Context: an optimization exercise on an open-source flow, tuned for small area. The choices shown serve that exercise and are no tape-out recipe. Only simulation tests tie the RTL to the original design; equivalence was not proved. No activity file was given, so power comes from the tool's default toggle rates.

run A:
Design scl_energy, start of the top module:
module scl_energy (
    input  wire        clk,
    input  wire        rst,               
    input  wire [31:0] cfg_up_thr,        
    input  wire [31:0] cfg_dn_thr,        
    input  wire [16:0] cfg_r_cable,       
    input  wire [8:0]  cfg_i_start,       
    input  wire        in_valid,
    output wire        in_ready,
    input  wire        in_tick,
    input  wire [31:0] in_v,
    input  wire [31:0] in_ih,
    input  wire [31:0] in_il,
    input  wire        in_ovr_v,
    input  wire        in_ovr_ih,
    input  wire        in_ovr_il,
    input  wire        in_lost_v,
    input  wire        in_lost_ih,
    input  wire        in_lost_il,
    output reg         out_valid,
    output wire [63:0] out_e_imp,
    output wire [63:0] out_e_exp,
    output wire [3:0]  out_flags,         
    output wire        out_dir,
    output wire        out_range_low,
    output wire        out_lock,
    output wire [15:0] out_range_sw
);
    localparam [1:0] M_IDLE = 2'd0, M_SMP = 2'd1, M_TK1 = 2'd2, M_TK2 = 2'd3;
    localparam [10:0] K_1599 = 11'd1599;
    localparam [11:0] K_1599X = {K_1599, 1'b0};    
    reg  [6:0]  ph;                  
    reg  [1:0]  md;                  
    wire        smp = (md == M_SMP);
  ...
Size in the first run: ~1100 cells after synthesis, ~270 flip-flops.
==> flow/config.mk <==
export PLATFORM = sky130hd
export DESIGN_NAME = scl_energy
export DESIGN_NICKNAME = scl_energy
export VERILOG_FILES = /design/flow/design.v
export SDC_FILE = /design/flow/constraint.sdc
export NUM_CORES = 4
export LEC_CHECK = 0
export ABC_AREA = 1
export CAP_MARGIN = 0
export CORE_MARGIN = 2
export CORE_UTILIZATION = 70
export SLEW_MARGIN = 0
==> flow/constraint.sdc <==
create_clock -name core_clock -period 20.0 [get_ports {clk}]
set_input_delay 4.0000 -clock core_clock [delete_from_list [all_inputs] [get_ports {clk}]]
set_output_delay 4.0000 -clock core_clock [all_outputs]
set_load 0.01 [all_outputs]
standard.sh (not shown) runs the stock make flow with config.mk's settings and CLKGATE_MAP_FILE= SYNTH_SCRIPT=/design/flow/synth_recipe.tcl, a recipe that flattens the netlist after the stock synthesis.
==> flow/flow/run.sh <==
#!/bin/bash
# The standard ORFS layout (standard.sh), with these changes passed to make:
#  - abc maps for area only (strash; dch; amap; topo): a copy of ORFS's
#    scripts folder with abc_area.script replaced (SCRIPTS_DIR);
#  - port buffers use the smallest buffer cell, sky130_fd_sc_hd__buf_1;
#  - clock tree synthesis uses clkbuf_4 in small clusters and no dummy loads.
# ORFS's whole output goes to standard.log here; its step logs stay in orfs/logs/.
set -euo pipefail
cp -r "$FLOW_HOME/scripts" scripts_area
cp flow/abc_area.script scripts_area/abc_area.script
export BUFFER_PORTS_ARGS="-buffer_cell sky130_fd_sc_hd__buf_1"
export CTS_ARGS="-sink_clustering_enable -repair_clock_nets -dont_use_dummy_load -buf_list sky130_fd_sc_hd__clkbuf_4 -sink_clustering_size 10 -sink_clustering_max_diameter 40"
sed "s|^make -C |make SCRIPTS_DIR=$PWD/scripts_area -C |" standard.sh > standard_area.sh
bash standard_area.sh > standard.log 2>&1
==> flow/flow/abc_area.script <==
strash
dch
amap
topo
Changes in run B relative to run A:
Settings: SLEW_MARGIN now 20, was 0; CAP_MARGIN now 20, was 0.
==> flow/flow/run.sh <==
#!/bin/bash
# The standard ORFS layout (standard.sh, unchanged synthesis), with two
# knobs passed through the environment:
#  - port buffers use the smallest buffer cell, sky130_fd_sc_hd__buf_1;
#  - clock tree synthesis uses clkbuf_4 in small clusters and no dummy loads.
# The whole ORFS output goes to standard.log in this folder; ORFS's per-step
# logs stay under orfs/logs/.
set -euo pipefail
export BUFFER_PORTS_ARGS="-buffer_cell sky130_fd_sc_hd__buf_1"
export CTS_ARGS="-sink_clustering_enable -repair_clock_nets -dont_use_dummy_load -buf_list sky130_fd_sc_hd__clkbuf_4 -sink_clustering_size 10 -sink_clustering_max_diameter 40"
bash standard.sh > standard.log 2>&1
removed: flow/flow/abc_area.script
[summary]
- Re share of cell area taken by multi-input logic gates: run A and run B aren't equal, and the lower value belongs to run A.
- The fraction of the mapped netlist area in simple logic gates in run B was higher than what run A gave.
- The count of clock-buffer cells in the layout in run B was lower than what run A gave.
- Changes observed in run B relative to run A: power now smaller; maximum operating frequency moved up.
- Run B does better than run A on register-to-register slack.
- Summary: synthesized area, run B worse than run A
- Compared with run A, in run B final instance area now sits higher, relative area change from synthesis to final layout now sits lower, clock power now sits at about the same level.
### run B -> run C
Settings: CAP_MARGIN changed from 20 to 0; SLEW_MARGIN changed from 20 to 0.
==> flow/flow/run.sh <==
#!/bin/bash
# The standard ORFS layout (standard.sh), with these changes passed to make:
#  - abc maps for area only (strash; dch; map -a; topo): a copy of ORFS's
#    scripts folder with abc_area.script replaced (SCRIPTS_DIR);
#  - port buffers use the smallest buffer cell, sky130_fd_sc_hd__buf_1;
#  - clock tree synthesis uses clkbuf_4 in small clusters and no dummy loads.
# ORFS's whole output goes to standard.log here; its step logs stay in orfs/logs/.
set -euo pipefail
cp -r "$FLOW_HOME/scripts" scripts_area
cp flow/abc_area.script scripts_area/abc_area.script
export SKIP_REPAIR_TIE_FANOUT=1
export BUFFER_PORTS_ARGS="-buffer_cell sky130_fd_sc_hd__buf_1"
export CTS_ARGS="-sink_clustering_enable -repair_clock_nets -dont_use_dummy_load -buf_list sky130_fd_sc_hd__clkbuf_4 -sink_clustering_size 10 -sink_clustering_max_diameter 40"
sed "s|^make -C |make SCRIPTS_DIR=$PWD/scripts_area -C |" standard.sh > standard_area.sh
bash standard_area.sh > standard.log 2>&1
==> flow/flow/abc_area.script (new file) <==
strash
dch
map -a
topo
## What came out
| smallest hold slack | run C vs run B | 0.012 ns higher |. Summary of run C over run B: post-synthesis mux area share roughly the same; area of the core fell 7.5%; insertion delay of the later-clocked pin in the worst-skew pair roughly the same; headroom to the max-slew limit -10 points. As of run C, power after layout had fallen slightly compared to run B. Compare run B and run C | number of gates on the worst path with buffers counted lower: run B. Delta (run C minus run B): worst setup slack lost 0.26 ns, post-layout instance area fell 3.9%, async set or reset register ratio after synthesis now sits at about the same level, fraction of synthesized cell area in xor and xnor cells went up by 0.18 points.
Setup changes, run C to run D
--- a/flow/flow/run.sh
+++ b/flow/flow/run.sh
@@ -9,5 +9,4 @@
 cp -r "$FLOW_HOME/scripts" scripts_area
 cp flow/abc_area.script scripts_area/abc_area.script
-export SKIP_REPAIR_TIE_FANOUT=1
 export BUFFER_PORTS_ARGS="-buffer_cell sky130_fd_sc_hd__buf_1"
 export CTS_ARGS="-sink_clustering_enable -repair_clock_nets -dont_use_dummy_load -buf_list sky130_fd_sc_hd__clkbuf_4 -sink_clustering_size 10 -sink_clustering_max_diameter 40"
==> flow/flow/abc_area.script <==
&get -n
&st
&dch
&nf -a
&put
topo
[summary]
Routed via count of run D falls short of that of run C by a few percent.
Looking only at share of the yosys chip area belonging to registers, and setting everything else aside, the lower value of run C and run D goes to run C.
Compared with run C, run D shows a post-synthesis cell count that is 12% lower.
The die area in run D sits 0.61% below the value recorded for run C.
The lower final design area excluding fillers of run C and run D is in run C.
Cell count: run D lower than run C
Run D vs run C — fill cell instance count of the final layout climbed slightly
Run D gives less number of antenna violations at the first check in global routing than run C did.
| power per standard cell area | run D vs run C | about 3.3% lower |
Run D | stages: all done | timing, DRC, antenna: all pass
diff inputs: run D => run E
==> flow/flow/abc_area.script <==
strash
dch
map -a
topo
Findings:
Run E and run D all finish clean. As of run E, placed wire-length estimate had risen by a few percent compared to run D. Diff run E and run D: area growth from synthesis to layout higher in run D. When run E is set beside run D, its met2 demand-to-capacity share in global routing turns out to be 2.4 points larger. Internal power summed over all cells grows slightly when moving from run D to run E. The higher first-pass GRT wire length of run E and run D is in run E. Across both runs, slack of the critical path was higher for run E than for run D. From run D to run E the numbers moved as follows: worst-case setup slack after placement lower, detailed-route wire length now larger, placed cell area stayed essentially flat.

## what the ideal ports hide
How much do the figures lean on ideal ports? The routed layouts below were timed once more, with nothing changed but the port constraints. Step 1: set_driving_cell puts a clkbuf_16 on clk and a buf_2 on each other input, an assumption about the parent block. Step 2 moves the port delays by t, midway between the first and last clock arrival at a register: inputs arrive t later, outputs are due t later. That takes back most of the time a late clock gives input paths. Three values: ideal, step 1, step 2; two values: the first two.
run	shift t [ns]	setup WS [ns]	pins driven straight from the clock port
run A	0.620	0.544 / 0.567 / -0.053	1
run B	0.633	0.851 / 0.864 / 0.231	1
run C	0.636	0.593 / 0.564 / -0.072	1
run D	0.623	0.588 / 0.613 / -0.010	1
run E	0.635	0.644 / 0.657 / 0.022	1
Met with ideal ports but missed after step 2: setup timing in run A, run C and run D. The setup slack of run C, which loses most, moves by -0.029 ns with the drivers and by -0.665 ns with both steps.
